Source: an optimization exercise on an open RTL-to-GDS flow (aim: small area and a short achievable clock period). Production flows keep margins and buffers that such runs may drop.
The RTL was checked by simulation tests, not by an equivalence proof against the original design.

**design.v**
```verilog
module trk_lane_rx (
    input  wire        clk,
    input  wire        rst,           
    input  wire        blk_valid,
    input  wire [1:0]  blk_sh,        
    input  wire [63:0] blk_pl,        
    input  wire [2:0]  cfg_lane,
    input  wire [1:0]  cfg_step,
    output reg         locked,
    output reg         dat_valid,
    output wire [7:0]  dat_idx,
    output wire [63:0] dat_pl,
    output reg         hdr_valid,
    output reg         hdr_ok,
    output reg  [47:0] hdr_fcnt,
    output reg  [15:0] hdr_claim,
    output reg  [3:0]  hdr_ql,
    output reg  [1:0]  hdr_step,
    output reg  [2:0]  hdr_state,
    output reg  [7:0]  hdr_msg,
    output reg         crc_valid,
    output reg         crc_ok
);
    reg  [57:0]  hist;
    wire [121:0] sbits = {blk_pl, hist};
    reg  [63:0]  desc;
    integer k;
    always @* for (k = 0; k < 64; k = k + 1) desc[k] = sbits[58 + k] ^ sbits[19 + k] ^ sbits[k];
    reg        lk;          
    reg        prev_hdr;    
    reg        bad_prev;    
    reg        have_prev;   
    reg  [7:0] cnt;         
    reg  [1:0] win;         
    reg  [4:0] err;         
    reg [63:0] dreg;        
    reg        t1_b0;       
    reg        t1_b1;       
    reg        t1_sh;       
    reg        t1_ls;       
    reg        ok0;         
    reg [7:0]  z8;          
    reg [15:0] c16;         
    assign dat_pl  = dreg;
    assign dat_idx = cnt;
    wire [63:0] v8 = dreg;
    wire [7:0]  f8;
    wire q_64 = v8[20] ^ v8[28];
    wire q_65 = v8[5] ^ v8[21];
    wire q_66 = v8[33] ^ v8[42];
    wire q_67 = v8[11] ^ q_64;
    wire q_68 = v8[39] ^ v8[54];
    wire q_69 = v8[14] ^ q_66;
    wire q_70 = v8[63] ^ q_65;
    wire q_71 = v8[35] ^ v8[57];
    wire q_72 = v8[19] ^ v8[41];
    wire q_73 = v8[12] ^ v8[17];
    wire q_74 = v8[2] ^ v8[29];
    wire q_75 = v8[36] ^ v8[58];
    wire q_76 = v8[15] ^ v8[53];
    wire q_77 = v8[31] ^ q_70;
    wire q_78 = v8[1] ^ q_76;
    wire q_79 = v8[40] ^ v8[55];
    wire q_80 = v8[27] ^ q_79;
    wire q_81 = q_73 ^ q_77;
    wire q_82 = v8[16] ^ q_74;
    wire q_83 = v8[26] ^ q_68;
    wire q_84 = v8[34] ^ v8[59];
    wire q_85 = v8[10] ^ q_67;
    wire q_86 = v8[60] ^ q_69;
    wire q_87 = v8[61] ^ q_84;
    wire q_88 = v8[4] ^ v8[30];
    wire q_89 = v8[48] ^ q_86;
    wire q_90 = q_72 ^ q_88;
    wire q_91 = v8[49] ^ q_83;
    wire q_92 = q_71 ^ q_82;
    wire q_93 = v8[37] ^ q_85;
    wire q_94 = v8[22] ^ q_87;
    wire q_95 = v8[32] ^ v8[56];
    wire q_96 = v8[6] ^ q_80;
    wire q_97 = v8[23] ^ v8[62];
    wire q_98 = v8[8] ^ q_75;
    wire q_99 = q_78 ^ q_97;
    wire q_100 = v8[51] ^ q_81;
    wire q_101 = v8[24] ^ v8[50];
    wire q_102 = v8[18] ^ q_95;
    wire q_103 = v8[38] ^ q_90;
    wire q_104 = q_94 ^ q_96;
    wire q_105 = v8[0] ^ v8[3];
    wire q_106 = v8[7] ^ q_92;
    wire q_107 = v8[25] ^ q_99;
    wire q_108 = v8[47] ^ q_93;
    wire q_109 = v8[43] ^ v8[44];
    wire q_110 = v8[46] ^ q_91;
    wire q_111 = v8[13] ^ v8[52];
    wire q_112 = v8[30] ^ q_100;
    wire q_113 = q_106 ^ q_109;
    wire q_114 = v8[56] ^ q_98;
    wire q_115 = v8[62] ^ q_108;
    wire q_116 = v8[9] ^ v8[45];
    wire q_117 = q_101 ^ q_115;
    wire q_118 = q_107 ^ q_110;
    wire q_119 = q_102 ^ q_111;
    wire q_120 = v8[0] ^ v8[2];
    wire q_121 = v8[9] ^ v8[10];
    wire q_122 = v8[25] ^ v8[28];
    wire q_123 = v8[53] ^ q_75;
    wire q_124 = q_120 ^ q_121;
    wire q_125 = q_122 ^ q_80;
    wire q_126 = q_83 ^ q_123;
    wire q_127 = q_124 ^ q_103;
    wire q_128 = q_119 ^ q_125;
    wire q_129 = q_126 ^ q_89;
    wire q_130 = q_127 ^ q_128;
    wire q_131 = q_100 ^ q_129;
    wire q_132 = q_130 ^ q_131;
    wire q_133 = v8[1] ^ v8[19];
    wire q_134 = v8[59] ^ q_105;
    wire q_135 = q_133 ^ q_70;
    wire q_136 = q_134 ^ q_92;
    wire q_137 = q_114 ^ q_135;
    wire q_138 = q_89 ^ q_136;
    wire q_139 = q_137 ^ q_138;
    wire q_140 = q_139 ^ q_117;
    wire q_141 = v8[7] ^ v8[20];
    wire q_142 = v8[38] ^ v8[40];
    wire q_143 = v8[47] ^ v8[52];
    wire q_144 = q_71 ^ q_141;
    wire q_145 = q_142 ^ q_143;
    wire q_146 = q_87 ^ q_144;
    wire q_147 = q_145 ^ q_146;
    wire q_148 = q_89 ^ q_147;
    wire q_149 = q_118 ^ q_148;
    wire q_150 = q_112 ^ q_149;
    wire q_151 = v8[18] ^ v8[26];
    wire q_152 = v8[36] ^ v8[42];
    wire q_153 = v8[46] ^ v8[54];
    wire q_154 = q_116 ^ q_151;
    wire q_155 = q_152 ^ q_153;
    wire q_156 = q_82 ^ q_154;
    wire q_157 = q_155 ^ q_156;
    wire q_158 = q_81 ^ q_104;
    wire q_159 = q_157 ^ q_158;
    wire q_160 = q_159 ^ q_117;
    wire q_161 = v8[16] ^ v8[17];
    wire q_162 = v8[27] ^ v8[33];
    wire q_163 = v8[35] ^ v8[44];
    wire q_164 = v8[60] ^ v8[61];
    wire q_165 = q_65 ^ q_116;
    wire q_166 = q_161 ^ q_162;
    wire q_167 = q_163 ^ q_164;
    wire q_168 = q_90 ^ q_98;
    wire q_169 = q_165 ^ q_166;
    wire q_170 = q_167 ^ q_85;
    wire q_171 = q_168 ^ q_169;
    wire q_172 = q_170 ^ q_171;
    wire q_173 = q_118 ^ q_172;
    wire q_174 = v8[3] ^ v8[13];
    wire q_175 = v8[15] ^ v8[24];
    wire q_176 = v8[41] ^ v8[45];
    wire q_177 = v8[55] ^ q_64;
    wire q_178 = q_66 ^ q_68;
    wire q_179 = q_174 ^ q_175;
    wire q_180 = q_176 ^ q_177;
    wire q_181 = q_178 ^ q_179;
    wire q_182 = q_94 ^ q_114;
    wire q_183 = q_180 ^ q_181;
    wire q_184 = q_182 ^ q_183;
    wire q_185 = q_113 ^ q_184;
    wire q_186 = q_112 ^ q_185;
    wire q_187 = v8[12] ^ v8[21];
    wire q_188 = v8[34] ^ v8[50];
    wire q_189 = v8[54] ^ v8[58];
    wire q_190 = q_95 ^ q_187;
    wire q_191 = q_188 ^ q_189;
    wire q_192 = q_67 ^ q_190;
    wire q_193 = q_191 ^ q_86;
    wire q_194 = q_96 ^ q_99;
    wire q_195 = q_103 ^ q_192;
    wire q_196 = q_193 ^ q_194;
    wire q_197 = q_195 ^ q_113;
    wire q_198 = q_196 ^ q_197;
    wire q_199 = v8[5] ^ v8[29];
    wire q_200 = v8[31] ^ v8[43];
    wire q_201 = v8[57] ^ q_72;
    wire q_202 = q_105 ^ q_199;
    wire q_203 = q_200 ^ q_69;
    wire q_204 = q_78 ^ q_201;
    wire q_205 = q_202 ^ q_91;
    wire q_206 = q_119 ^ q_203;
    wire q_207 = q_204 ^ q_93;
    wire q_208 = q_104 ^ q_205;
    wire q_209 = q_206 ^ q_207;
    wire q_210 = q_208 ^ q_209;
    assign f8[0] = q_132;
    assign f8[1] = q_140;
    assign f8[2] = q_150;
    assign f8[3] = q_160;
    assign f8[4] = q_173;
    assign f8[5] = q_186;
    assign f8[6] = q_198;
    assign f8[7] = q_210;
    wire [7:0]  zin;
    wire z_16 = f8[3] ^ dreg[58];
    wire z_17 = f8[5] ^ dreg[61];
    wire z_18 = f8[0] ^ dreg[57];
    wire z_19 = f8[4] ^ z_17;
    wire z_20 = f8[1] ^ z_18;
    wire z_21 = dreg[63] ^ z_16;
    wire z_22 = dreg[59] ^ z_19;
    wire z_23 = dreg[62] ^ z_22;
    wire z_24 = f8[6] ^ z_16;
    wire z_25 = z_20 ^ z_21;
    wire z_26 = f8[1] ^ f8[2];
    wire z_27 = dreg[60] ^ z_17;
    wire z_28 = z_26 ^ z_24;
    wire z_29 = z_27 ^ z_28;
    wire z_30 = f8[1] ^ f8[7];
    wire z_31 = dreg[56] ^ dreg[58];
    wire z_32 = z_30 ^ z_31;
    wire z_33 = z_32 ^ z_22;
    wire z_34 = dreg[61] ^ z_25;
    wire z_35 = z_24 ^ z_23;
    wire z_36 = f8[6] ^ f8[7];
    wire z_37 = z_18 ^ z_36;
    wire z_38 = z_19 ^ z_37;
    wire z_39 = f8[0] ^ f8[2];
    wire z_40 = f8[7] ^ dreg[59];
    wire z_41 = z_39 ^ z_40;
    wire z_42 = z_21 ^ z_41;
    wire z_43 = f8[4] ^ dreg[60];
    wire z_44 = z_43 ^ z_25;
    wire z_45 = f8[2] ^ dreg[56];
    wire z_46 = dreg[63] ^ z_45;
    wire z_47 = z_20 ^ z_46;
    wire z_48 = z_47 ^ z_23;
    assign zin[0] = z_29;
    assign zin[1] = ~z_33;
    assign zin[2] = z_34;
    assign zin[3] = ~z_35;
    assign zin[4] = ~z_38;
    assign zin[5] = ~z_42;
    assign zin[6] = ~z_44;
    assign zin[7] = ~z_48;
    wire [63:0] v16;
    wire [15:0] f16;
    genvar gi;
    generate for (gi = 0; gi < 16; gi = gi + 1) begin : g_inj
        assign v16[gi] = dreg[gi] ^ (c16[15 - gi] | (cnt == 8'd2));
    end endgenerate
    assign v16[63:16] = dreg[63:16];
    wire p_64 = v16[10] ^ v16[33];
    wire p_65 = v16[9] ^ v16[41];
    wire p_66 = v16[11] ^ v16[34];
    wire p_67 = v16[8] ^ v16[37];
    wire p_68 = v16[1] ^ v16[39];
    wire p_69 = v16[2] ^ v16[38];
    wire p_70 = v16[4] ^ v16[40];
    wire p_71 = v16[12] ^ v16[35];
    wire p_72 = v16[3] ^ p_65;
    wire p_73 = v16[46] ^ v16[54];
    wire p_74 = v16[43] ^ v16[51];
    wire p_75 = v16[5] ^ v16[6];
    wire p_76 = v16[0] ^ v16[44];
    wire p_77 = v16[7] ^ v16[36];
    wire p_78 = v16[42] ^ v16[50];
    wire p_79 = v16[47] ^ v16[55];
    wire p_80 = v16[45] ^ v16[53];
    wire p_81 = p_64 ^ p_68;
    wire p_82 = v16[31] ^ p_67;
    wire p_83 = v16[18] ^ p_66;
    wire p_84 = v16[16] ^ v16[32];
    wire p_85 = v16[52] ^ p_76;
    wire p_86 = v16[49] ^ p_72;
    wire p_87 = v16[48] ^ p_70;
    wire p_88 = v16[28] ^ p_71;
    wire p_89 = v16[20] ^ p_77;
    wire p_90 = v16[15] ^ p_82;
    wire p_91 = v16[59] ^ p_79;
    wire p_92 = v16[25] ^ p_69;
    wire p_93 = v16[13] ^ v16[57];
    wire p_94 = p_75 ^ p_86;
    wire p_95 = v16[14] ^ p_73;
    wire p_96 = v16[24] ^ p_81;
    wire p_97 = v16[27] ^ p_78;
    wire p_98 = v16[23] ^ v16[30];
    wire p_99 = v16[19] ^ p_87;
    wire p_100 = p_66 ^ p_74;
    wire p_101 = v16[58] ^ p_89;
    wire p_102 = v16[9] ^ p_80;
    wire p_103 = v16[29] ^ p_85;
    wire p_104 = v16[56] ^ p_71;
    wire p_105 = v16[0] ^ p_84;
    wire p_106 = v16[22] ^ p_103;
    wire p_107 = v16[8] ^ p_83;
    wire p_108 = v16[21] ^ p_88;
    wire p_109 = p_97 ^ p_101;
    wire p_110 = v16[61] ^ p_93;
    wire p_111 = v16[17] ^ p_96;
    wire p_112 = v16[26] ^ p_64;
    wire p_113 = v16[15] ^ p_72;
    wire p_114 = p_90 ^ p_102;
    wire p_115 = p_74 ^ p_92;
    wire p_116 = v16[48] ^ p_104;
    wire p_117 = p_94 ^ p_112;
    wire p_118 = p_91 ^ p_111;
    wire p_119 = v16[10] ^ p_109;
    wire p_120 = p_91 ^ p_113;
    wire p_121 = v16[56] ^ v16[60];
    wire p_122 = v16[6] ^ v16[14];
    wire p_123 = p_81 ^ p_105;
    wire p_124 = p_98 ^ p_123;
    wire p_125 = v16[21] ^ p_80;
    wire p_126 = p_79 ^ p_107;
    wire p_127 = p_100 ^ p_119;
    wire p_128 = v16[12] ^ p_121;
    wire p_129 = v16[5] ^ p_92;
    wire p_130 = p_78 ^ p_110;
    wire p_131 = v16[62] ^ p_127;
    wire p_132 = v16[40] ^ p_126;
    wire p_133 = v16[7] ^ p_118;
    wire p_134 = v16[17] ^ p_69;
    wire p_135 = v16[11] ^ v16[63];
    wire p_136 = v16[32] ^ p_106;
    wire p_137 = v16[26] ^ p_67;
    wire p_138 = v16[1] ^ p_114;
    wire p_139 = v16[4] ^ p_125;
    wire p_140 = p_77 ^ p_85;
    wire p_141 = v16[27] ^ p_87;
    wire p_142 = v16[49] ^ p_129;
    wire p_143 = p_108 ^ p_135;
    wire p_144 = v16[19] ^ p_130;
    wire p_145 = v16[58] ^ p_95;
    wire p_146 = p_70 ^ p_131;
    wire p_147 = v16[32] ^ p_141;
    wire p_148 = p_82 ^ p_133;
    wire p_149 = v16[2] ^ p_99;
    wire p_150 = v16[23] ^ p_115;
    wire p_151 = v16[5] ^ v16[14];
    wire p_152 = v16[30] ^ v16[41];
    wire p_153 = v16[55] ^ v16[59];
    wire p_154 = p_74 ^ p_151;
    wire p_155 = p_152 ^ p_153;
    wire p_156 = p_154 ^ p_155;
    wire p_157 = p_90 ^ p_140;
    wire p_158 = p_156 ^ p_143;
    wire p_159 = p_157 ^ p_158;
    wire p_160 = v16[13] ^ v16[29];
    wire p_161 = v16[30] ^ v16[35];
    wire p_162 = v16[54] ^ p_122;
    wire p_163 = p_160 ^ p_161;
    wire p_164 = p_162 ^ p_163;
    wire p_165 = p_164 ^ p_146;
    wire p_166 = v16[29] ^ v16[34];
    wire p_167 = v16[39] ^ v16[53];
    wire p_168 = p_166 ^ p_167;
    wire p_169 = p_88 ^ p_168;
    wire p_170 = p_169 ^ p_144;
    wire p_171 = p_117 ^ p_170;
    wire p_172 = v16[28] ^ v16[33];
    wire p_173 = v16[52] ^ p_65;
    wire p_174 = p_172 ^ p_128;
    wire p_175 = p_173 ^ p_107;
    wire p_176 = p_174 ^ p_142;
    wire p_177 = p_147 ^ p_175;
    wire p_178 = p_176 ^ p_177;
    wire p_179 = v16[3] ^ v16[11];
    wire p_180 = v16[26] ^ v16[51];
    wire p_181 = p_179 ^ p_180;
    wire p_182 = p_181 ^ p_147;
    wire p_183 = p_182 ^ p_148;
    wire p_184 = v16[10] ^ v16[39];
    wire p_185 = v16[44] ^ v16[50];
    wire p_186 = v16[52] ^ p_75;
    wire p_187 = p_84 ^ p_184;
    wire p_188 = p_185 ^ p_137;
    wire p_189 = p_186 ^ p_187;
    wire p_190 = p_145 ^ p_188;
    wire p_191 = p_189 ^ p_120;
    wire p_192 = p_143 ^ p_150;
    wire p_193 = p_190 ^ p_191;
    wire p_194 = p_192 ^ p_193;
    wire p_195 = v16[22] ^ v16[24];
    wire p_196 = p_93 ^ p_195;
    wire p_197 = p_95 ^ p_196;
    wire p_198 = p_197 ^ p_142;
    wire p_199 = p_138 ^ p_198;
    wire p_200 = p_199 ^ p_146;
    wire p_201 = p_98 ^ p_122;
    wire p_202 = p_137 ^ p_201;
    wire p_203 = p_86 ^ p_96;
    wire p_204 = p_116 ^ p_139;
    wire p_205 = p_140 ^ p_202;
    wire p_206 = p_144 ^ p_203;
    wire p_207 = p_204 ^ p_205;
    wire p_208 = p_206 ^ p_207;
    wire p_209 = v16[13] ^ v16[60];
    wire p_210 = p_209 ^ p_89;
    wire p_211 = p_116 ^ p_210;
    wire p_212 = p_94 ^ p_150;
    wire p_213 = p_211 ^ p_132;
    wire p_214 = p_136 ^ p_212;
    wire p_215 = p_213 ^ p_214;
    wire p_216 = v16[22] ^ p_73;
    wire p_217 = p_75 ^ p_78;
    wire p_218 = p_100 ^ p_216;
    wire p_219 = p_217 ^ p_108;
    wire p_220 = p_218 ^ p_149;
    wire p_221 = p_219 ^ p_220;
    wire p_222 = p_221 ^ p_148;
    wire p_223 = v16[38] ^ v16[47];
    wire p_224 = p_73 ^ p_223;
    wire p_225 = p_83 ^ p_224;
    wire p_226 = p_139 ^ p_225;
    wire p_227 = p_94 ^ p_109;
    wire p_228 = p_124 ^ p_226;
    wire p_229 = p_227 ^ p_228;
    wire p_230 = v16[20] ^ v16[35];
    wire p_231 = v16[46] ^ v16[57];
    wire p_232 = p_80 ^ p_230;
    wire p_233 = p_231 ^ p_134;
    wire p_234 = p_232 ^ p_90;
    wire p_235 = p_99 ^ p_233;
    wire p_236 = p_234 ^ p_235;
    wire p_237 = p_117 ^ p_136;
    wire p_238 = p_236 ^ p_237;
    wire p_239 = v16[25] ^ v16[45];
    wire p_240 = v16[63] ^ p_68;
    wire p_241 = p_239 ^ p_83;
    wire p_242 = p_104 ^ p_105;
    wire p_243 = p_240 ^ p_241;
    wire p_244 = p_242 ^ p_120;
    wire p_245 = p_149 ^ p_243;
    wire p_246 = p_244 ^ p_245;
    wire p_247 = v16[3] ^ v16[15];
    wire p_248 = v16[31] ^ v16[62];
    wire p_249 = p_69 ^ p_76;
    wire p_250 = p_247 ^ p_248;
    wire p_251 = p_249 ^ p_250;
    wire p_252 = p_145 ^ p_251;
    wire p_253 = p_111 ^ p_252;
    wire p_254 = p_132 ^ p_253;
    wire p_255 = v16[7] ^ v16[37];
    wire p_256 = v16[43] ^ p_255;
    wire p_257 = p_95 ^ p_102;
    wire p_258 = p_110 ^ p_134;
    wire p_259 = p_256 ^ p_257;
    wire p_260 = p_258 ^ p_124;
    wire p_261 = p_259 ^ p_260;
    wire p_262 = v16[6] ^ v16[13];
    wire p_263 = v16[36] ^ v16[38];
    wire p_264 = v16[42] ^ p_84;
    wire p_265 = p_262 ^ p_263;
    wire p_266 = p_128 ^ p_264;
    wire p_267 = p_265 ^ p_266;
    wire p_268 = p_106 ^ p_267;
    wire p_269 = p_138 ^ p_268;
    assign f16[0] = p_159;
    assign f16[1] = p_165;
    assign f16[2] = p_171;
    assign f16[3] = p_178;
    assign f16[4] = p_183;
    assign f16[5] = p_194;
    assign f16[6] = p_200;
    assign f16[7] = p_208;
    assign f16[8] = p_215;
    assign f16[9] = p_222;
    assign f16[10] = p_229;
    assign f16[11] = p_238;
    assign f16[12] = p_246;
    assign f16[13] = p_254;
    assign f16[14] = p_261;
    assign f16[15] = p_269;
    wire hdr_good = ok0 && t1_sh && t1_ls && (dreg[7:0] == 8'h47) && (f8 == z8);
    wire hdr_lost = t1_b1 && bad_prev && !hdr_good;
    wire is_hdr  = (blk_sh == 2'b01);
    wire nb0     = (cnt == 8'd255);     
    wire nb1     = (cnt == 8'd0);       
    wire sh_err  = (nb0 || nb1) ? !is_hdr : (blk_sh != 2'b10);
    wire too_many = sh_err && (err == 5'd31);
    wire lock_now = blk_valid && is_hdr && prev_hdr;
    reg        n_lk, h_lk;
    reg  [7:0] n_cnt, h_cnt;
    reg  [1:0] n_win, h_win;
    reg  [4:0] n_err, h_err;
    reg        n_bad, h_bad, n_have, h_have;
    reg        n_dv, n_b0, n_b1;
    always @* begin
        n_lk = lk; n_cnt = cnt; n_win = win; n_err = err;
        n_bad = t1_b1 ? !hdr_good : bad_prev;
        n_have = have_prev;
        n_dv = 1'b0; n_b0 = 1'b0; n_b1 = 1'b0;
        if (lk) begin
            if (blk_valid) begin
                n_cnt = cnt + 8'd1;
                if (nb1) n_win = win + 2'd1;
                n_err = (nb1 && win == 2'd3) ? 5'd0 : err + {4'd0, sh_err};
                if (cnt == 8'd254) n_have = 1'b1;
                if (too_many) n_lk = 1'b0;
                n_dv = !nb0 && !nb1;
                n_b0 = nb0;
                n_b1 = nb1;
            end
        end else if (lock_now) begin
            n_lk = 1'b1; n_cnt = 8'd1; n_win = 2'd0; n_err = 5'd0;
            n_bad = 1'b0; n_have = 1'b0;
        end
        h_lk = lock_now; h_cnt = 8'd1; h_win = 2'd0; h_err = 5'd0;
        h_bad = 1'b0; h_have = 1'b0;
    end
    always @(posedge clk) begin
        if (blk_valid) hist <= blk_pl[63:6];
        dreg   <= desc;
        t1_sh  <= is_hdr;
        t1_ls  <= (desc[30:28] == cfg_lane) && (desc[33:32] == cfg_step);
        hdr_claim <= dreg[23:8];
        hdr_ql    <= dreg[27:24];
        hdr_step  <= dreg[33:32];
        hdr_state <= dreg[36:34];
        hdr_msg   <= dreg[47:40];
        hdr_ok    <= hdr_good;
        crc_ok    <= (dreg[63:48] == c16);
        if (t1_b0) begin
            z8  <= zin;
            ok0 <= t1_sh && (dreg[7:0] == 8'hB8);
            hdr_fcnt <= dreg[55:8];
        end
        if (dat_valid) c16 <= f16;
        if (hdr_lost) begin
            cnt <= h_cnt; win <= h_win; err <= h_err;
            bad_prev <= h_bad; have_prev <= h_have;
        end else begin
            cnt <= n_cnt; win <= n_win; err <= n_err;
            bad_prev <= n_bad; have_prev <= n_have;
        end
        if (rst) begin
            lk <= 1'b0; prev_hdr <= 1'b0; locked <= 1'b0;
            dat_valid <= 1'b0; t1_b0 <= 1'b0; t1_b1 <= 1'b0;
            hdr_valid <= 1'b0; crc_valid <= 1'b0;
        end else begin
            if (blk_valid) prev_hdr <= is_hdr;
            lk        <= hdr_lost ? h_lk : n_lk;
            locked    <= lk && !hdr_lost;
            dat_valid <= !hdr_lost && n_dv;
            t1_b0     <= !hdr_lost && n_b0;
            t1_b1     <= !hdr_lost && n_b1;
            hdr_valid <= t1_b1;
            crc_valid <= t1_b1 && hdr_good && have_prev;
        end
    end
endmodule
```
**flow/run.sh**
```bash
#!/bin/bash
# Layout: the standard ORFS flow (standard.sh) with extra make settings from flow/params.sh:
# a smaller port-buffer cell, and timing repair aimed at a tighter setup margin.
set -euo pipefail
source flow/params.sh
bash standard.sh "${ARGS[@]}" finish > standard_flow.log 2>&1
```
**flow/params.sh**
```bash
ARGS=("BUFFER_PORTS_ARGS=-buffer_cell sky130_fd_sc_hd__buf_2" SETUP_SLACK_MARGIN=9.5 TNS_END_PERCENT=100)
```
**standard.sh**
```bash
#!/bin/bash
# synth_recipe.tcl (not shown) runs the flow's synth.tcl, then flattens the netlist and writes it again
# the make line also repeats each setting of config.mk as NAME=value (left out here)
make -C /OpenROAD-flow-scripts/flow DESIGN_CONFIG=/design/flow/config.mk WORK_HOME=/design/flow/orfs CLKGATE_MAP_FILE= SYNTH_SCRIPT=/design/flow/synth_recipe.tcl "${@:-finish}"
```
**config.mk**
```make
export PLATFORM = sky130hd
export DESIGN_NAME = trk_lane_rx
export DESIGN_NICKNAME = trk_lane_rx
export VERILOG_FILES = /design/flow/design.v
export SDC_FILE = /design/flow/constraint.sdc
export NUM_CORES = 4
export LEC_CHECK = 0
export CAP_MARGIN = 20
export CORE_MARGIN = 2
export CORE_UTILIZATION = 40
export SLEW_MARGIN = 20
```
**constraint.sdc**
```tcl
create_clock -name core_clock -period 13.5 [get_ports {clk}]
set_input_delay 2.7000 -clock core_clock [delete_from_list [all_inputs] [get_ports {clk}]]
set_output_delay 2.7000 -clock core_clock [all_outputs]
set_load 0.01 [all_outputs]
```
==> summary.md, run 1 <==
| Metric | Value |
|---|---|
| Status | `finished clean` |
| Final Hold Viols | `0` |
| Root buf cell | `clkbuf_16` |
| Tcrit/Tclk final | `29.4%` |
| Most frequent cells in the layout | `xnor2_1, buf_2, edfxtp_1` |
| Max transition margin | `43.6%` |
| Final nets | `1293` |
| Vias in the first global route | `8103` |
| First-pass DRT Iterations | `4` |
| Worst R2R End | `lk$_SDFF_PP0_` |
| DRC violations left | `0` |
| Worst EP required | `10800 ps` |
| Placed inst area | `0.0143 mm2` |
| Skew final | `12.1 ps` |
| Via/cell ratio | `4.82` |
| Fillers | `2856` |
| Max-cap viol count | `0` |
| Worst-path clk slew | `60 ps` |
| DRT iter0 DRCs | `445` |
| Critical path capture point type | `output pin` |
| WP buf/inv | `1` |
| Post-synthesis average cell area | `13.0 um2` |
| GR peak layer | `met2` |
| Diodes inserted | `0` |
| Synth Register Bits | `257` |
| Crit-path max FO | `6` |
| Critical Path Source Type | `flop` |
| Worst Hold Class | `flop to flop` |
| CORE AREA | `0.0314 mm2` |
| Final slew viol count | `0` |
| Buffers on Ports | `232` |
| GR met1 Demand/Resource | `27.9%` |
| Finish-stage setup viols | `0` |
| Num CTS Buffers | `28` |
| Layout Cells excl Fill | `1637` |
| Worst stage delay on the critical path | `470 ps` |
| Most common cell after layout, fill and taps aside | `xnor2_1` |
| Final TNS setup | `0 ps` |
| Syn_nets | `1058` |
| Fmax | `0.252 GHz` |
| Min Tclk post-route | `3970 ps` |
| CP Class | `flop to output pin` |
| Crit path cell chain | `buf_2` |
| Mapped Cells | `978` |
| R2R cell count | `9` |
| Slowest CP cell | `dfxtp_1` |
| Unrepaired setup endpoints after global routing | `yes` |
| Std-Cell Rows | `65` |
| Initial antenna violation count | `2` |
| Final antenna-violating net count | `0` |
| GPL Wtd Cong | `0.854` |
| Die ar. | `0.0332 mm2` |
| Worst skew pair latency | `550 ps` |
| First-pass GRT wire length | `53500 um` |
| Hold Buf Count CTS | `0` |
| Asr flop ratio synth | `0%` |
| Total vias in the final route | `7892` |
| Share of layout cells above drive strength 1 | `28.6%` |
| Post-synth EDFFs | `131` |
| Area growth, synth to finish | `20.9%` |
| H-tree Lvls | `1` |
| End point of the critical path | `dat_pl[2]` |
| WL/cell | `22.5 um` |
| Post-Syn Area | `0.0127 mm2` |
| Prevailing post-synth register cell | `edfxtp_1` |
| CP Launch Point | `dreg[2]$_DFF_P_` |
| IO Count | `233` |
| Design area | `0.0153 mm2` |
| Synth warnings | `1` |
| Cell variety after synth | `42` |
| Global routing usage on met2 | `39.1%` |
| R2R setup slack | `9610 ps` |
| DRT Wirelength | `36800 um` |
| Final Worst Setup Slack | `9530 ps` |
| Fin util | `48.9%` |
| Total Routing Usage GR | `22.1%` |
| Place WS | `9020 ps` |
| CTS tree | `yes` |
| Critical path depth in cells | `1` |
| Remaining global-route overflow | `0` |
| Crit path DAT | `1270 ps` |
| Clk sink count | `257` |
| Die Ht | `182 um` |
| DIE WIDTH | `182 um` |
| Worst-margin pin slew | `846 ps` |
| Met3 GRT Util | `4.53%` |
| Worst reg2reg startpoint | `dreg[5]$_DFF_P_` |
| Inst Count DP | `1584` |
| Detailed Place HPWL | `28500 um` |
| Sequential-to-total area share from yosys stat | `50.9%` |
| Deepest clock path buffer count | `3` |
| Worst path top cell family by delay | `flip-flops` |
| Pin count of the biggest net entering global routing | `38` |
| Initial Utilization | `40.4%` |
==> through the flow <==
step / hold slack [ps]
finish: 449
global route: 454
CTS: 450
detailed placement: 457
global placement: 444
floorplan: 399
==> registers in the layout, indices dropped and copies added (netlist names), 3 cells and up <==
register   cells
z8             8
hist          58
hdr_msg        8
c16           16
hdr_ql         4
dreg          64
hdr_fcnt      48
hdr_claim     16
hdr_state      3
cnt            8
err            5
==> metal layers <==
metal	wire [um]	vias to the layer above
met2	18500	244
li1	-	3714
met3	2190	46
met5	21	-
met1	15500	3884
met4	651	4
==> worst min-delay path by stage <==
stage / slack, ps / to / start / depth (start not counted)
floorplan: 400 / hdr_state[1]$_DFF_P_ / dreg[35]$_DFF_P_ / 0
global placement: 440 / win[1]$_SDFFE_PP0P_ / win[1]$_SDFFE_PP0P_ / 2
detailed placement: 460 / win[1]$_SDFFE_PP0P_ / win[1]$_SDFFE_PP0P_ / 2
CTS: 450 / hdr_msg[6]$_DFF_P_ / dreg[46]$_DFF_P_ / 0
global route: 450 / hdr_msg[6]$_DFF_P_ / dreg[46]$_DFF_P_ / 0
finish: 450 / hdr_msg[6]$_DFF_P_ / dreg[46]$_DFF_P_ / 0
==> layout make-up <==
type	count	area [um2]	share of cell area [%]
flip-flops and latches	257	6570	42.8
multi-input cells	684	6110	39.8
repair buffers	239	1220	7.98
clock buffers	43	861	5.61
well taps	402	503	3.28
clock inverters	9	67.6	0.440
inverters	3	11.3	0.0734
==> logic make-up after synthesis <==
logic type | share of synthesized area, %
AOI/OAI and AO/OA | 1.70
buffers and inverters | 1.22
xor gates and xnor gates | 41.1
and+or+nand+nor | 4.26
adders and majority gates | 0.591
muxes | 0.237
DFF | 50.9
==> timing repair <==
item	in CTS	in global routing
buffers inserted	1	0
resized for setup	74	10
endpoints found under the setup margin	75	17
==> cells in the mapped netlist, types with 4 or more instances <==
cell	count	area [um2]
a21oi_1	6	30.0
a311oi_1	5	43.8
and2_1	5	31.3
and3_1	4	25.0
buf_2	13	65.1
clkbuf_1	21	78.8
dfxtp_1	126	2520
edfxtp_1	131	3930
ha_1	6	75.1
nand2_1	16	60.1
nand3_1	13	65.1
nand4_1	7	43.8
nor2_1	41	154
xnor2_1	417	3650
xnor3_1	30	676
xor2_1	83	727
xor3_1	5	119
==> inputs of run 2 (changes only) <==
--- a/design.v
+++ b/design.v
@@ -38,6 +38,7 @@
     reg        t1_b1;       
     reg        t1_sh;       
     reg        t1_ls;       
+    reg        t1_se;       
     reg        ok0;         
     reg [7:0]  z8;          
     reg [15:0] c16;         
@@ -473,45 +474,20 @@
     assign f16[15] = p_269;
     wire hdr_good = ok0 && t1_sh && t1_ls && (dreg[7:0] == 8'h47) && (f8 == z8);
     wire hdr_lost = t1_b1 && bad_prev && !hdr_good;
-    wire is_hdr  = (blk_sh == 2'b01);
-    wire nb0     = (cnt == 8'd255);     
-    wire nb1     = (cnt == 8'd0);       
-    wire sh_err  = (nb0 || nb1) ? !is_hdr : (blk_sh != 2'b10);
-    wire too_many = sh_err && (err == 5'd31);
-    wire lock_now = blk_valid && is_hdr && prev_hdr;
-    reg        n_lk, h_lk;
-    reg  [7:0] n_cnt, h_cnt;
-    reg  [1:0] n_win, h_win;
-    reg  [4:0] n_err, h_err;
-    reg        n_bad, h_bad, n_have, h_have;
-    reg        n_dv, n_b0, n_b1;
-    always @* begin
-        n_lk = lk; n_cnt = cnt; n_win = win; n_err = err;
-        n_bad = t1_b1 ? !hdr_good : bad_prev;
-        n_have = have_prev;
-        n_dv = 1'b0; n_b0 = 1'b0; n_b1 = 1'b0;
-        if (lk) begin
-            if (blk_valid) begin
-                n_cnt = cnt + 8'd1;
-                if (nb1) n_win = win + 2'd1;
-                n_err = (nb1 && win == 2'd3) ? 5'd0 : err + {4'd0, sh_err};
-                if (cnt == 8'd254) n_have = 1'b1;
-                if (too_many) n_lk = 1'b0;
-                n_dv = !nb0 && !nb1;
-                n_b0 = nb0;
-                n_b1 = nb1;
-            end
-        end else if (lock_now) begin
-            n_lk = 1'b1; n_cnt = 8'd1; n_win = 2'd0; n_err = 5'd0;
-            n_bad = 1'b0; n_have = 1'b0;
-        end
-        h_lk = lock_now; h_cnt = 8'd1; h_win = 2'd0; h_err = 5'd0;
-        h_bad = 1'b0; h_have = 1'b0;
-    end
+    wire t1_take  = dat_valid || t1_b0 || t1_b1;
+    wire se_lost  = t1_take && t1_se && (err == 5'd31);
+    wire lk_eff   = lk && !hdr_lost && !se_lost;
+    wire is_hdr   = (blk_sh == 2'b01);
+    wire is_dat   = (blk_sh == 2'b10);
+    wire nb0      = (cnt == 8'd255);     
+    wire nb1      = (cnt == 8'd0);       
+    wire take     = blk_valid && lk_eff;
+    wire lock_now = blk_valid && !lk_eff && is_hdr && prev_hdr;
     always @(posedge clk) begin
         if (blk_valid) hist <= blk_pl[63:6];
         dreg   <= desc;
         t1_sh  <= is_hdr;
+        t1_se  <= (nb0 || nb1) ? !is_hdr : !is_dat;
         t1_ls  <= (desc[30:28] == cfg_lane) && (desc[33:32] == cfg_step);
         hdr_claim <= dreg[23:8];
         hdr_ql    <= dreg[27:24];
@@ -526,12 +502,17 @@
             hdr_fcnt <= dreg[55:8];
         end
         if (dat_valid) c16 <= f16;
-        if (hdr_lost) begin
-            cnt <= h_cnt; win <= h_win; err <= h_err;
-            bad_prev <= h_bad; have_prev <= h_have;
+        if (lock_now) cnt <= 8'd1;
+        else if (take) cnt <= cnt + 8'd1;
+        if (lock_now) begin
+            win <= 2'd0; err <= 5'd0; bad_prev <= 1'b0; have_prev <= 1'b0;
         end else begin
-            cnt <= n_cnt; win <= n_win; err <= n_err;
-            bad_prev <= n_bad; have_prev <= n_have;
+            if (t1_take) begin
+                if (t1_b1) win <= win + 2'd1;
+                err <= (t1_b1 && win == 2'd3) ? 5'd0 : err + {4'd0, t1_se};
+            end
+            if (t1_b1) bad_prev <= !hdr_good;
+            if (take && cnt == 8'd254) have_prev <= 1'b1;
         end
         if (rst) begin
             lk <= 1'b0; prev_hdr <= 1'b0; locked <= 1'b0;
@@ -539,11 +520,11 @@
             hdr_valid <= 1'b0; crc_valid <= 1'b0;
         end else begin
             if (blk_valid) prev_hdr <= is_hdr;
-            lk        <= hdr_lost ? h_lk : n_lk;
-            locked    <= lk && !hdr_lost;
-            dat_valid <= !hdr_lost && n_dv;
-            t1_b0     <= !hdr_lost && n_b0;
-            t1_b1     <= !hdr_lost && n_b1;
+            lk        <= lk_eff || lock_now;
+            locked    <= lk_eff;
+            dat_valid <= take && !nb0 && !nb1;
+            t1_b0     <= take && nb0;
+            t1_b1     <= take && nb1;
             hdr_valid <= t1_b1;
             crc_valid <= t1_b1 && hdr_good && have_prev;
         end
==> run 2 against run 1 <==
Non-clock buffer count down 2. Core utilization decreased by 0.22 points. Still clean on timing, DRC and antenna. Die area grew 0.37%. Critical path depth did not move. Cell area fell by 0.19%.
==> summary.md, run 2 <==
| Metric | Value |
|---|---|
| Max reg flops | `64 (unchanged)` |
| Via/cell ratio | `4.77 (-0.97%)` |
| Synth Register Bits | `258 (+0.39%)` |
| Syn_nets | `1053 (-0.47%)` |
| Crit path DAT | `1290 ps (+20 ps)` |
| Clk sink count | `258 (+0.39%)` |
| Min Tclk post-route | `3990 ps (+25.1 ps)` |
| Vias in the first global route | `8057 (-0.57%)` |
| Final antenna-violating net count | `0 (unchanged)` |
| Worst EP required | `10800 ps (about the same)` |
| Crit path cell chain | `buf_2` |
| Final nets | `1286 (-0.54%)` |
| Post-synth EDFFs | `131 (unchanged)` |
| Deepest clock path buffer count | `3 (unchanged)` |
| Initial Utilization | `40.5% (+0.051 points)` |
| Hold Buf Count CTS | `0 (unchanged)` |
| Worst Hold Class | `flop to flop` |
| Area growth, synth to finish | `20.2%` |
| Most frequent cells in the layout | `xnor2_1, buf_2, edfxtp_1` |
| Die Ht | `182 um (+0.19%)` |
| Final slew viol count | `0 (unchanged)` |
| Worst stage delay on the critical path | `510 ps (+40 ps)` |
| Slowest CP cell | `dfxtp_1` |
| Leading area contributor after synthesis | `edfxtp_1` |
| First-pass GRT wire length | `53100 um (-0.71%)` |
| WL/cell | `22.7 um (+1.0%)` |
| Unrepaired setup endpoints after global routing | `no` |
| DRT Wirelength | `37100 um (+0.64%)` |
| Fmax | `0.251 GHz (-0.63%)` |
| Most common cell after layout, fill and taps aside | `xnor2_1` |
| Pin count of the biggest net entering global routing | `60 (+58%)` |
| Critical Path Source Type | `flop` |
| Remaining global-route overflow | `0 (unchanged)` |
| Worst path top cell family by delay | `flip-flops` |
| Max-cap viol count | `0 (unchanged)` |
| Yosys top cell area share | `30.9% (-0.12 points)` |
| Std-Cell Rows | `65 (unchanged)` |
| Most frequent cell after synthesis | `xnor2_1` |
| Status | `finished clean` |
| Post-synthesis average cell area | `13.1 um2 (+0.90%)` |
| Finish-stage setup viols | `0 (unchanged)` |
| Global routing usage on met2 | `37.1% (-2.0 points)` |
| Crit-path max FO | `5 (-1)` |
| Largest register by flop count | `dreg` |
| Critical path capture point type | `output pin` |
| CP Class | `flop to output pin` |
| CTS tree | `yes` |
| DRC violations left | `0 (unchanged)` |
| GR peak layer | `met2` |
| Share of layout cells above drive strength 1 | `29.3% (+0.73 points)` |
| Synth warnings | `1 (unchanged)` |
| Design area | `0.0153 mm2 (-0.19%)` |
| Fin util | `48.7% (-0.22 points)` |
| Prevailing post-synth register cell | `edfxtp_1` |
| Tcrit/Tclk final | `29.6% (+0.19 points)` |
| Biggest regs | `dreg (64), hist (58), hdr_fcnt (48)` |
| Buffers on Ports | `232 (unchanged)` |
| GR met1 Demand/Resource | `28.7% (+0.74 points)` |
| Placed inst area | `0.0143 mm2 (+0.13%)` |
| Min Hold Slack | `432 ps (-16.2 ps)` |
| Synth top area cells | `edfxtp_1, xnor2_1, dfxtp_1` |
| IO Count | `233 (unchanged)` |
| Final TNS setup | `0 ps (unchanged)` |
| Num CTS Buffers | `28 (unchanged)` |
| Worst skew pair latency | `560 ps (about the same)` |
| Mapped Cells | `973 (-0.51%)` |
| Cell variety after synth | `42 (unchanged)` |
| Sequential-to-total area share from yosys stat | `50.8% (about the same)` |
| Detailed Place HPWL | `28800 um (+1.0%)` |
| Post-Syn Area | `0.0127 mm2 (+0.38%)` |
| Post-synth top cells | `xnor2_1, edfxtp_1, dfxtp_1` |
| Final Hold Viols | `0 (unchanged)` |
| Max transition margin | `40.4% (-3.3 points)` |
| DRT iter0 DRCs | `562 (+26%)` |
| First-pass DRT Iterations | `5 (+1)` |
| WP buf/inv | `1 (unchanged)` |
| H-tree Lvls | `1 (unchanged)` |
| Worst-margin pin slew | `895 ps (+49.1 ps)` |
| Die ar. | `0.0333 mm2 (+0.37%)` |
| Total Routing Usage GR | `22.1% (about the same)` |
| Skew final | `26.5 ps (+14.3 ps)` |
| Fillers | `2766 (-3.2%)` |
| DIE WIDTH | `182 um (+0.19%)` |
| GPL Wtd Cong | `0.876 (+2.6%)` |
| Asr flop ratio synth | `0% (unchanged)` |
| Root buf cell | `clkbuf_16` |
| CORE AREA | `0.0315 mm2 (+0.26%)` |
| Worst-path clk slew | `60 ps (about the same)` |
| Met3 GRT Util | `4.27% (-0.26 points)` |
| Total vias in the final route | `7787 (-1.3%)` |
| Initial antenna violation count | `2 (unchanged)` |
[run 2: per-layer routing]
metal  vias to the layer above  wire length, um
met5                         -                0
met4                         0             1060
met3                        64             2520
met2                       293            17800
met1                      3765            15700
li1                       3665                -
[run 2: logic make-up after synthesis]
group | count (synthesis) | synth area share, %
AND/OR/NAND/NOR | 95 | 3.86
XOR/XNOR | 546 | 41.7
flip-flops | 258 | 50.8
multiplexers | 4 | 0.314
adder cells (fa/ha/maj) | 6 | 0.589
buffers and inverters | 39 | 1.45
AO/OA/AOI/OAI | 25 | 1.27
[run 2: timing repair]
item | 4_1_cts | 5_1_grt
gates cloned | 0 | 0
setup buffers | 0 | 0
gates resized for setup | 68 | 10
endpoints found under the setup margin | 62 | 9
[run 2: worst paths after layout]
kind	slack (ps)	to	cells after the start	start
worst min-delay path	430	hdr_ql[1]$_DFF_P_	0	dreg[25]$_DFF_P_
worst max-delay path	9510	dat_pl[4]	1	dreg[4]$_DFF_P_
worst max register to register	9830	cnt[5]$_SDFFE_PP0P_	11	dreg[57]$_DFF_P_
worst min register to register	430	hdr_ql[1]$_DFF_P_	0	dreg[25]$_DFF_P_
[run 2: layout make-up]
type | instances | area [um2] | share of cell area [%]
repair buffers | 237 | 1210 | 7.91
clock buffers | 39 | 782 | 5.10
inverters | 5 | 18.8 | 0.122
diodes | 1 | 2.50 | 0.0163
flip-flops and latches | 258 | 6590 | 43.0
well taps | 402 | 503 | 3.28
clock inverters | 13 | 129 | 0.841
multi-input cells | 676 | 6090 | 39.7
[run 2: through the flow]
| step | worst slack [ps] | instances |
|---|---|---|
| after global placement | 9360 | 1578 |
| after floorplan | 9680 | 973 |
| final | 9510 | 1631 |
| after global routing | 9500 | 1631 |
| after CTS | 9410 | 1630 |
| after detailed placement | 9360 | 1578 |
==> inputs of run 3 (changes only) <==
==> flow/params.sh (replaced) <==
ARGS=("BUFFER_PORTS_ARGS=-buffer_cell sky130_fd_sc_hd__buf_2" SETUP_SLACK_MARGIN=10 TNS_END_PERCENT=100)
==> run 3 against run 2 <==
Still clean. Fmax rose by 4.2%. Global-route usage increased by 1.5 points. Cell area is 13% higher. Cell count rose by 6.3%.
==> summary.md, run 3 <==
| Metric | Value |
|---|---|
| Status | `finished clean` |
| WL/cell | `23.0 um (+1.1%)` |
| Diodes inserted | `0 (-1)` |
| Biggest regs | `dreg (64), hist (58), hdr_fcnt (48)` |
| Cell variety after synth | `42 (unchanged)` |
| Design area | `0.0173 mm2 (+13%)` |
| Critical path depth in cells | `2 (+1)` |
| Met3 GRT Util | `4.91% (+0.64 points)` |
| Post-Syn Area | `0.0127 mm2 (unchanged)` |
| Prevailing post-synth register cell | `edfxtp_1` |
| R2R cell count | `13 (+2)` |
| Sequential-to-total area share from yosys stat | `50.8% (unchanged)` |
| CTS tree | `yes` |
| Die ar. | `0.0333 mm2 (unchanged)` |
| Post-synth top cells | `xnor2_1, edfxtp_1, dfxtp_1` |
| Total vias in the final route | `8312 (+6.7%)` |
| Layout Cells excl Fill | `1733 (+6.3%)` |
| Most common cell after layout, fill and taps aside | `xnor2_1` |
| Remaining global-route overflow | `0 (unchanged)` |
| Yosys top cell area share | `30.9% (unchanged)` |
| Initial antenna violation count | `0 (-2)` |
| Max reg flops | `64 (unchanged)` |
| Critical Path Source Type | `flop` |
| GR met1 Demand/Resource | `30.8% (+2.1 points)` |
| Final TNS setup | `0 ps (unchanged)` |
| Critical path capture point type | `output pin` |
| H-tree Lvls | `1 (unchanged)` |
| Fillers | `2595 (-6.2%)` |
| Tcrit/Tclk final | `28.4% (-1.2 points)` |
| DIE WIDTH | `182 um (unchanged)` |
| First-pass DRT Iterations | `5 (unchanged)` |
| Global routing usage on met2 | `39.4% (+2.3 points)` |
| Vias in the first global route | `8516 (+5.7%)` |
| Clk sink count | `258 (unchanged)` |
| Reg area | `0.00675 mm2 (+2.5%)` |
| Unrepaired setup endpoints after global routing | `yes` |
| Post-synth EDFFs | `131 (unchanged)` |
| Max-cap viol count | `0 (unchanged)` |
| Num CTS Buffers | `27 (-3.6%)` |
| Syn_nets | `1053 (unchanged)` |
| Most frequent cell after synthesis | `xnor2_1` |
| Worst path top cell family by delay | `flip-flops` |
| Crit path cell chain | `buf_12 > buf_6` |
| Worst EP required | `10800 ps (about the same)` |
| Placed inst area | `0.0143 mm2 (+0.13%)` |
| Most frequent cells in the layout | `xnor2_1, buf_2, edfxtp_1` |
| DRC violations left | `0 (unchanged)` |
| CP Class | `flop to output pin` |
| Slowest CP cell | `dfxtp_2` |
| Final nets | `1390 (+8.1%)` |
| Final slew viol count | `0 (unchanged)` |
| Skew final | `11.9 ps (-14.6 ps)` |
| Worst Hold Class | `flop to flop` |
| Crit-path max FO | `2 (-3)` |
| Largest register by flop count | `dreg` |
| Finish-stage setup viols | `0 (unchanged)` |
| Final antenna-violating net count | `0 (unchanged)` |
| Via/cell ratio | `4.80 (+0.46%)` |
| Post-synthesis average cell area | `13.1 um2 (unchanged)` |
| Total Routing Usage GR | `23.6% (+1.5 points)` |
| Inst Count DP | `1578 (unchanged)` |
| Hold Buf Count CTS | `0 (unchanged)` |
| Asr flop ratio synth | `0% (unchanged)` |
| Place WS | `8640 ps (-718 ps)` |
| Fmax | `0.261 GHz (+4.2%)` |
| Worst stage delay on the critical path | `330 ps (-180 ps)` |
| Final Hold Viols | `0 (unchanged)` |
| DRT Wirelength | `39800 um (+7.4%)` |
| Worst-path clk slew | `60 ps (about the same)` |
| Min Tclk post-route | `3830 ps (-162 ps)` |
| Initial Utilization | `40.5% (unchanged)` |
| CORE AREA | `0.0315 mm2 (unchanged)` |
| Worst-margin pin slew | `895 ps (+0.507 ps)` |
| Die Ht | `182 um (unchanged)` |
| Hold Crit Depth | `0 (unchanged)` |
| Worst skew pair latency | `560 ps (about the same)` |
| Final Worst Setup Slack | `9670 ps (+162 ps)` |
| DRT iter0 DRCs | `578 (+2.8%)` |
| Crit path DAT | `1130 ps (-160 ps)` |
| Deepest clock path buffer count | `3 (unchanged)` |
| WP buf/inv | `2 (+1)` |
| Share of layout cells above drive strength 1 | `40.0% (+11 points)` |
| GPL Wtd Cong | `0.902 (+2.9%)` |
| Area growth, synth to finish | `35.9%` |
| Std-Cell Rows | `65 (unchanged)` |
| Root buf cell | `clkbuf_16` |
| Pin count of the biggest net entering global routing | `60 (unchanged)` |
| GR peak layer | `met2` |
| Synth Register Bits | `258 (unchanged)` |
| Buffers on Ports | `232 (unchanged)` |
| Area taken by multi-input logic gates | `0.00646 mm2 (+6.1%)` |
| Max transition margin | `39.7% (-0.66 points)` |
| Leading area contributor after synthesis | `edfxtp_1` |
| Mapped Cells | `973 (unchanged)` |
| IO Count | `233 (unchanged)` |
| Detailed Place HPWL | `27700 um (-3.9%)` |
| First-pass GRT wire length | `56500 um (+6.3%)` |
| Synth top area cells | `edfxtp_1, xnor2_1, dfxtp_1` |
| Synth warnings | `1 (unchanged)` |
run 3: repair_timing:
item,in CTS,in global routing
resized for setup,249,68
pin swaps,0,9
cloned,0,6
buffers inserted,84,15
endpoints found under the setup margin,221,191
run 3: final timing paths:
check | slack [ps] | from | to
max | 9670 | dat_valid$_SDFF_PP0_ | dat_valid
min reg2reg | 390 | dreg[46]$_DFF_P_ | hdr_msg[6]$_DFF_P_
min | 390 | dreg[46]$_DFF_P_ | hdr_msg[6]$_DFF_P_
max reg2reg | 10100 | dreg[63]$_DFF_P_ | cnt[6]$_SDFFE_PP0P_
run 3: cell families (layout without fill, tap and decap cells):
logic type,count (synthesis),count (layout),share of synthesized area (%)
compound gates,25,29,1.27
flops,258,258,50.8
simple gates,95,95,3.86
fa+ha+maj,6,6,0.589
mux,4,4,0.314
buf+inv,39,393,1.45
xor+xnor,546,546,41.7
run 3: metrics by stage:
step / utilization [%] / hold WS [ps]
2_1_floorplan: - / 399
3_3_place_gp: 45.4 / 432
3_5_place_dp: 45.4 / 439
4_1_cts: 53.2 / 413
5_1_grt: 55.0 / 397
6_report: 55.0 / 388
run 3: cell type report:
| class | count | share of cell area, % |
|---|---|---|
| Sequential cell | 258 | 39.0 |
| Tap cell | 402 | 2.90 |
| Clock inverter | 12 | 1.04 |
| Clock buffer | 38 | 4.57 |
| Inverter | 5 | 0.108 |
| Timing Repair Buffer | 338 | 15.1 |
| Multi-Input combinational cell | 680 | 37.3 |
run 3: layer usage:
layer  share of wire, %  vias up
met4                3.0        0
li1                   -     3891
met5                  0        -
met2                 48      315
met3                6.8       66
met1                 42     4040
==> inputs of run 4 (changes only) <==
==> flow/params.sh (replaced) <==
ARGS=("BUFFER_PORTS_ARGS=-buffer_cell sky130_fd_sc_hd__buf_2" SETUP_SLACK_MARGIN=10.5 TNS_END_PERCENT=100)
==> run 4 against run 3 <==
Critical path depth is 1 lower. Register-to-register slack hardly changed. Fmax is 0.39% higher. Clock-buffer cell count is 3 higher. Sequential share of layout area is 4.3 points lower. Cell area is 13% higher. Largest cell class is now multi-input gates.
==> summary.md, run 4 <==
| Metric | Value |
|---|---|
| Post-synth top cells | `xnor2_1, edfxtp_1, dfxtp_1` |
| Share of layout cells above drive strength 1 | `53.4% (+13 points)` |
| Worst EP required | `10800 ps (about the same)` |
| Largest family of logic cells by synthesized area | `XOR/XNOR gates` |
| Worst skew pair latency | `580 ps (+20 ps)` |
| Pin count of the biggest net entering global routing | `60 (unchanged)` |
| CP Launch Point | `dreg[31]$_DFF_P_` |
| Inst Count DP | `1575 (-0.19%)` |
| H-tree Lvls | `1 (unchanged)` |
| Simple-gate share of the synthesized area | `3.86% (unchanged)` |
| Crit path DAT | `1110 ps (-20 ps)` |
| Asr flop ratio synth | `0% (unchanged)` |
| First-pass DRT Iterations | `7 (+2)` |
| Buffers on Ports | `232 (unchanged)` |
| CTS tree | `yes` |
| Most frequent cell after synthesis | `xnor2_1` |
| Root buf cell | `clkbuf_16` |
| Die ar. | `0.0333 mm2 (unchanged)` |
| Final TNS setup | `0 ps (unchanged)` |
| DRC violations left | `0 (unchanged)` |
| Fin util | `62.3% (+7.3 points)` |
| Final slew viol count | `0 (unchanged)` |
| Prevailing post-synth register cell | `edfxtp_1` |
| Total vias in the final route | `8691 (+4.6%)` |
| Compound-Gate Fraction of Synth Area | `1.27% (unchanged)` |
| Deepest clock path buffer count | `3 (unchanged)` |
| Num CTS Buffers | `29 (+7.4%)` |
| Global routing usage on met2 | `43.4% (+4.0 points)` |
| DRT iter0 DRCs | `647 (+12%)` |
| Layout Cells excl Fill | `1775 (+2.4%)` |
| Final nets | `1429 (+2.8%)` |
| Via/cell ratio | `4.90 (+2.1%)` |
| Crit path cell chain | `buf_6` |
| Worst reg2reg startpoint | `dreg[20]$_DFF_P_` |
| Initial Utilization | `40.5% (unchanged)` |
| Remaining global-route overflow | `0 (unchanged)` |
| Finish-stage setup viols | `0 (unchanged)` |
| Worst stage delay on the critical path | `420 ps (+90 ps)` |
| Crit-path max FO | `2 (unchanged)` |
| Worst Hold Class | `flop to flop` |
| Sequential-to-total area share from yosys stat | `50.8% (unchanged)` |
| Biggest regs | `dreg (64), hist (58), hdr_fcnt (48)` |
| CP Class | `flop to output pin` |
| Synth Register Bits | `258 (unchanged)` |
| First-pass GRT wire length | `60200 um (+6.7%)` |
| Die Ht | `182 um (unchanged)` |
| Post-synthesis mux area share | `0.314% (unchanged)` |
| Most frequent cells in the layout | `xnor2_1, edfxtp_1, buf_6` |
| Slowest CP cell | `dfxtp_4` |
| Final antenna-violating net count | `0 (unchanged)` |
| DRT Wirelength | `43100 um (+8.1%)` |
| GPL Wtd Cong | `0.858 (-4.9%)` |
| XOR/XNOR share of the synthesized area | `41.7% (unchanged)` |
| Tcrit/Tclk final | `28.2% (-0.11 points)` |
| Syn_nets | `1053 (unchanged)` |
| Synth top area cells | `edfxtp_1, xnor2_1, dfxtp_1` |
| Status | `finished clean` |
| Synth Area in Adders | `0.589% (unchanged)` |
| Leading area contributor after synthesis | `edfxtp_1` |
| Max transition margin | `31.4% (-8.3 points)` |
| Initial antenna violation count | `2 (+2)` |
| Worst path top cell family by delay | `flip-flops` |
| Yosys top cell area share | `30.9% (unchanged)` |
| Most common cell after layout, fill and taps aside | `xnor2_1` |
| Fmax | `0.262 GHz (+0.39%)` |
| Critical Path Source Type | `flop` |
| Unrepaired setup endpoints after global routing | `yes` |
| Min Hold Slack | `459 ps (+71.1 ps)` |
| Met3 GRT Util | `5.11% (+0.20 points)` |
| Worst-margin pin slew | `1020 ps (+124 ps)` |
| CORE AREA | `0.0315 mm2 (unchanged)` |
| DIE WIDTH | `182 um (unchanged)` |
| Mapped Cells | `973 (unchanged)` |
| Post-synthesis average cell area | `13.1 um2 (unchanged)` |
| Final Hold Viols | `0 (unchanged)` |
| Post-Syn Area | `0.0127 mm2 (unchanged)` |
| Area growth, synth to finish | `53.9%` |
| GR met1 Demand/Resource | `33.0% (+2.2 points)` |
| Place WS | `8970 ps (+333 ps)` |
| Synth warnings | `1 (unchanged)` |
| Total Routing Usage GR | `25.5% (+1.9 points)` |
| Std-Cell Rows | `65 (unchanged)` |
| Min Tclk post-route | `3810 ps (-14.8 ps)` |
| Clk sink count | `258 (unchanged)` |
| Vias in the first global route | `8985 (+5.5%)` |
| Post-synth EDFFs | `131 (unchanged)` |
| IO Count | `233 (unchanged)` |
| Hold Crit Start | `have_prev$_SDFFE_PP0P_` |
| Max reg flops | `64 (unchanged)` |
| Cell variety after synth | `42 (unchanged)` |
| Critical path capture point type | `output pin` |
| Final Worst Setup Slack | `9690 ps (+14.8 ps)` |
| GR peak layer | `met2` |
| Skew final | `20.0 ps (+8.05 ps)` |
| Detailed Place HPWL | `28100 um (+1.7%)` |
| WP buf/inv | `1 (-1)` |
| Worst-path clk slew | `60 ps (about the same)` |
| Max-cap viol count | `0 (unchanged)` |
| Largest register by flop count | `dreg` |
| WL/cell | `24.3 um (+5.5%)` |
-- run 4: through the flow --
step | area (um2)
floorplan | 14200
global placement | 15700
detailed placement | 15700
CTS | 19000
global route | 19600
finish | 19600
-- run 4: area by class of cell --
class,instances,area [um2]
diodes,1,2.50
clock buffers,41,823
clock inverters,13,106
fillers,2389,11900
inverters,5,18.8
multi-input cells,679,8240
flip-flops and latches,258,6800
well taps,402,503
repair buffers,376,3120
-- run 4: final timing paths --
| path | end | slack, ps | cells past startpoint |
|---|---|---|---|
| hold / removal | have_prev$_SDFFE_PP0P_ | 460 | 2 |
| setup reg to reg | cnt[7]$_SDFFE_PP0P_ | 10110 | 12 |
| hold reg to reg | have_prev$_SDFFE_PP0P_ | 460 | 2 |
| setup / recovery | dat_pl[31] | 9690 | 1 |
-- run 4: logic make-up after synthesis --
family	after synthesis
buffers and inverters	39
xor gates and xnor gates	546
DFF	258
and+or+nand+nor	95
muxes	4
adders and majority gates	6
AOI/OAI and AO/OA	25
-- run 4: routing by layer --
layer  vias to the layer above  part of all wire (%)
met5                         -                     0
met4                         0                   3.1
met3                        84                   7.1
met2                       374                    49
met1                      4281                    41
li1                       3952                     -
-- run 4: timing repair --
| action | in CTS | in global routing |
|---|---|---|
| setup endpoints to repair | 266 | 207 |
| gates resized for setup | 243 | 74 |
| hold buffers | 0 | 0 |
| pin swaps | 30 | 54 |
| buffers inserted | 117 | 23 |
| cloned | 5 | 0 |
==> inputs of run 5 (changes only) <==
==> flow/params.sh (replaced) <==
ARGS=("BUFFER_PORTS_ARGS=-buffer_cell sky130_fd_sc_hd__buf_2" SETUP_SLACK_MARGIN=9.7 TNS_END_PERCENT=0 CTS_CLUSTER_SIZE=25 CTS_CLUSTER_DIAMETER=100)
==> run 5 against run 4 <==
Still clean. Cell area is 24% lower. Via count down 11%. Core utilization down 15 points. Non-clock buffer count down 134. Synthesized cell count unchanged. Setup slack got worse by 61 ps. First-iteration DRC count is 23% lower. Fmax decreased by 1.6%. Clock-buffer cell count shrank 19.
==> summary.md, run 5 <==
| Metric | Value |
|---|---|
| First-pass GRT wire length | `53000 um (-12%)` |
| Clk sink count | `258 (unchanged)` |
| Worst-margin pin slew | `930 ps (-89.1 ps)` |
| Final nets | `1277 (-11%)` |
| Hold Crit Start | `dreg[27]$_DFF_P_` |
| Synth Register Bits | `258 (unchanged)` |
| Die ar. | `0.0333 mm2 (unchanged)` |
| Worst EP required | `10800 ps (about the same)` |
| DRT Wirelength | `37200 um (-14%)` |
| Worst stage delay on the critical path | `480 ps (+60 ps)` |
| First-pass DRT Iterations | `5 (-2)` |
| Critical path capture point type | `output pin` |
| Detailed Place HPWL | `28600 um (+1.6%)` |
| Worst-path clk slew | `100 ps (+40 ps)` |
| R2R cell count | `11 (-1)` |
| Share of layout cells above drive strength 1 | `28.5% (-25 points)` |
| Worst reg2reg startpoint | `dreg[57]$_DFF_P_` |
| R2R setup slack | `9820 ps (-290 ps)` |
| CP Class | `flop to output pin` |
| Vias in the first global route | `7974 (-11%)` |
| Pin count of the biggest net entering global routing | `60 (unchanged)` |
| Worst skew pair latency | `500 ps (-80 ps)` |
| Die Ht | `182 um (unchanged)` |
| Min Tclk post-route | `3870 ps (+60.7 ps)` |
| Crit-path max FO | `7 (+5)` |
| Yosys top cell area share | `30.9% (unchanged)` |
| Leading area contributor after synthesis | `edfxtp_1` |
| Post-synthesis average cell area | `13.1 um2 (unchanged)` |
| Std-Cell Rows | `65 (unchanged)` |
| H-tree Lvls | `1 (unchanged)` |
| Syn_nets | `1053 (unchanged)` |
| CP Launch Point | `dreg[61]$_DFF_P_` |
| Final antenna-violating net count | `0 (unchanged)` |
| Num CTS Buffers | `14 (-52%)` |
| Crit path cell chain | `buf_2` |
| Fillers | `2829 (+18%)` |
| Total Routing Usage GR | `22.1% (-3.4 points)` |
| Fmax | `0.258 GHz (-1.6%)` |
| Initial antenna violation count | `1 (-1)` |
| Deepest clock path buffer count | `3 (unchanged)` |
| Mapped Cells | `973 (unchanged)` |
| Area growth, synth to finish | `17.5%` |
| Tcrit/Tclk final | `28.7% (+0.45 points)` |
| Fin util | `47.6% (-15 points)` |
| CORE AREA | `0.0315 mm2 (unchanged)` |
| Synth top area cells | `edfxtp_1, xnor2_1, dfxtp_1` |
| Post-synth top cells | `xnor2_1, edfxtp_1, dfxtp_1` |
| DIE WIDTH | `182 um (unchanged)` |
| Biggest regs | `dreg (64), hist (58), hdr_fcnt (48)` |
| Max transition margin | `38.0% (+6.7 points)` |
| Largest register by flop count | `dreg` |
| Critical Path Source Type | `flop` |
| Post-synth EDFFs | `131 (unchanged)` |
| Critical path depth in cells | `1 (unchanged)` |
| Worst Hold Class | `flop to flop` |
| Crit path DAT | `1170 ps (+60 ps)` |
| Final TNS setup | `0 ps (unchanged)` |
| Initial Utilization | `40.5% (unchanged)` |
| Worst path top cell family by delay | `flip-flops` |
| Final slew viol count | `0 (unchanged)` |
| Synth warnings | `1 (unchanged)` |
| Slowest CP cell | `dfxtp_2` |
| DRT iter0 DRCs | `495 (-23%)` |
| Status | `finished clean` |
| Most common cell after layout, fill and taps aside | `xnor2_1` |
| Total vias in the final route | `7753 (-11%)` |
| Cell variety after synth | `42 (unchanged)` |
| WP buf/inv | `1 (unchanged)` |
| Worst R2R End | `cnt[5]$_SDFFE_PP0P_` |
| WL/cell | `23.1 um (-4.7%)` |
| Finish-stage setup viols | `0 (unchanged)` |
| Max-cap viol count | `0 (unchanged)` |
| Post-Syn Area | `0.0127 mm2 (unchanged)` |
| Remaining global-route overflow | `0 (unchanged)` |
| Buffers on Ports | `232 (unchanged)` |
| GPL Wtd Cong | `0.885 (+3.1%)` |
| Skew final | `19.5 ps (-0.448 ps)` |
| Unrepaired setup endpoints after global routing | `yes` |
| Max reg flops | `64 (unchanged)` |
| End point of the critical path | `dat_pl[61]` |
| Most frequent cell after synthesis | `xnor2_1` |
| Via/cell ratio | `4.82 (-1.5%)` |
| Asr flop ratio synth | `0% (unchanged)` |
| IO Count | `233 (unchanged)` |
| Most frequent cells in the layout | `xnor2_1, buf_2, edfxtp_1` |
| DRC violations left | `0 (unchanged)` |
| Root buf cell | `clkbuf_16` |
| Sequential-to-total area share from yosys stat | `50.8% (unchanged)` |
| CTS tree | `yes` |
| Prevailing post-synth register cell | `edfxtp_1` |
| Final Hold Viols | `0 (unchanged)` |
run 5: cell counts after synthesis:
No cell type changed its count.
run 5: metal layers:
layer	vias to the layer above	wire length (um)	global-route usage [%]
met3	49	2290	4.39
met5	-	0	0
met4	0	1200	7.23
li1	3639	-	-
met2	242	17800	37.1
met1	3823	15900	28.7
run 5: logic make-up (layout without fill, tap and decap cells):
logic type	Yosys count	after routing	share of synthesized area, %
other	0	1	0
AND/OR/NAND/NOR	95	95	3.86
flip-flops	258	258	50.8
buffers and inverters	39	271	1.45
adder cells (fa/ha/maj)	6	6	0.589
multiplexers	4	4	0.314
XOR/XNOR	546	546	41.7
AO/OA/AOI/OAI	25	25	1.27
run 5: final cells by class:
class,count,area [um2],area share (%)
Antenna cell,1,2.50,0.0167
Clock buffer,22,402,2.68
Clock inverter,2,22.5,0.150
Inverter,5,18.8,0.125
Multi-Input combinational cell,676,6100,40.7
Sequential cell,258,6660,44.5
Tap cell,402,503,3.36
Timing Repair Buffer,242,1260,8.45
run 5: through the flow:
step / cell area, um2 / setup slack, ps / hold slack (ps) / std cells
finish: 15000 / 9630 / 451 / 1608
global route: 15000 / 9600 / 459 / 1607
CTS: 14900 / 9590 / 455 / 1603
detailed placement: 14300 / 9390 / 451 / 1577
global placement: 14300 / 9380 / 434 / 1577
floorplan: 12700 / 9710 / 399 / 973
run 5: how the worst min path moves through the flow:
stage / end / slack (ps) / depth (start not counted)
final: hdr_ql[3]$_DFF_P_ / 450 / 0
after detailed placement: have_prev$_SDFFE_PP0P_ / 450 / 2
after global routing: hdr_step[0]$_DFF_P_ / 460 / 0
after CTS: hdr_claim[1]$_DFF_P_ / 450 / 0
after floorplan: hdr_claim[12]$_DFF_P_ / 400 / 0
after global placement: have_prev$_SDFFE_PP0P_ / 430 / 2
run 5: repair_timing:
action / 4_1_cts / 5_1_grt
buffers inserted: 2 / 4
hold buffers: 0 / 0
pin swaps: 0 / 0
setup endpoints to repair: 81 / 92
hold endpoints to repair: 0 / 0
resized for setup: 92 / 19

re-timing with driven ports:
No port has a modelled driver above. Below, the same layouts with a new extraction and two added sets of constraints. Step 1 sets driving cells, clkbuf_16 on the clock port and buf_2 on the other inputs (assumed; they add their load-dependent delay and slew). Step 2 also shifts input and output timing later by t, the mid clock arrival at the registers, as if the neighbouring blocks saw the same clock. Slacks: ideal / step 1 / step 2; pairs: ideal / step 1.
run	t (ns)	setup slack, ns	worst setup path at the end	clock arrival spread, ns	pins driven straight from the clock port
run 1	0.599	9.535 / 9.483 / 9.089	input to register	0.012 / 0.013	1
run 2	0.597	9.510 / 9.459 / 9.310	input to register	0.026 / 0.027	1
run 3	0.609	9.672 / 9.619 / 9.360	input to register	0.012 / 0.013	1
run 4	0.623	9.687 / 9.634 / 9.475	input to register	0.020 / 0.020	1
run 5	0.550	9.626 / 9.574 / 9.376	input to register	0.025 / 0.025	1
After both steps setup and hold are still met in every run listed. For run 1, which loses most, drivers alone change the setup slack by -0.052 ns; drivers and shift together by -0.446 ns.
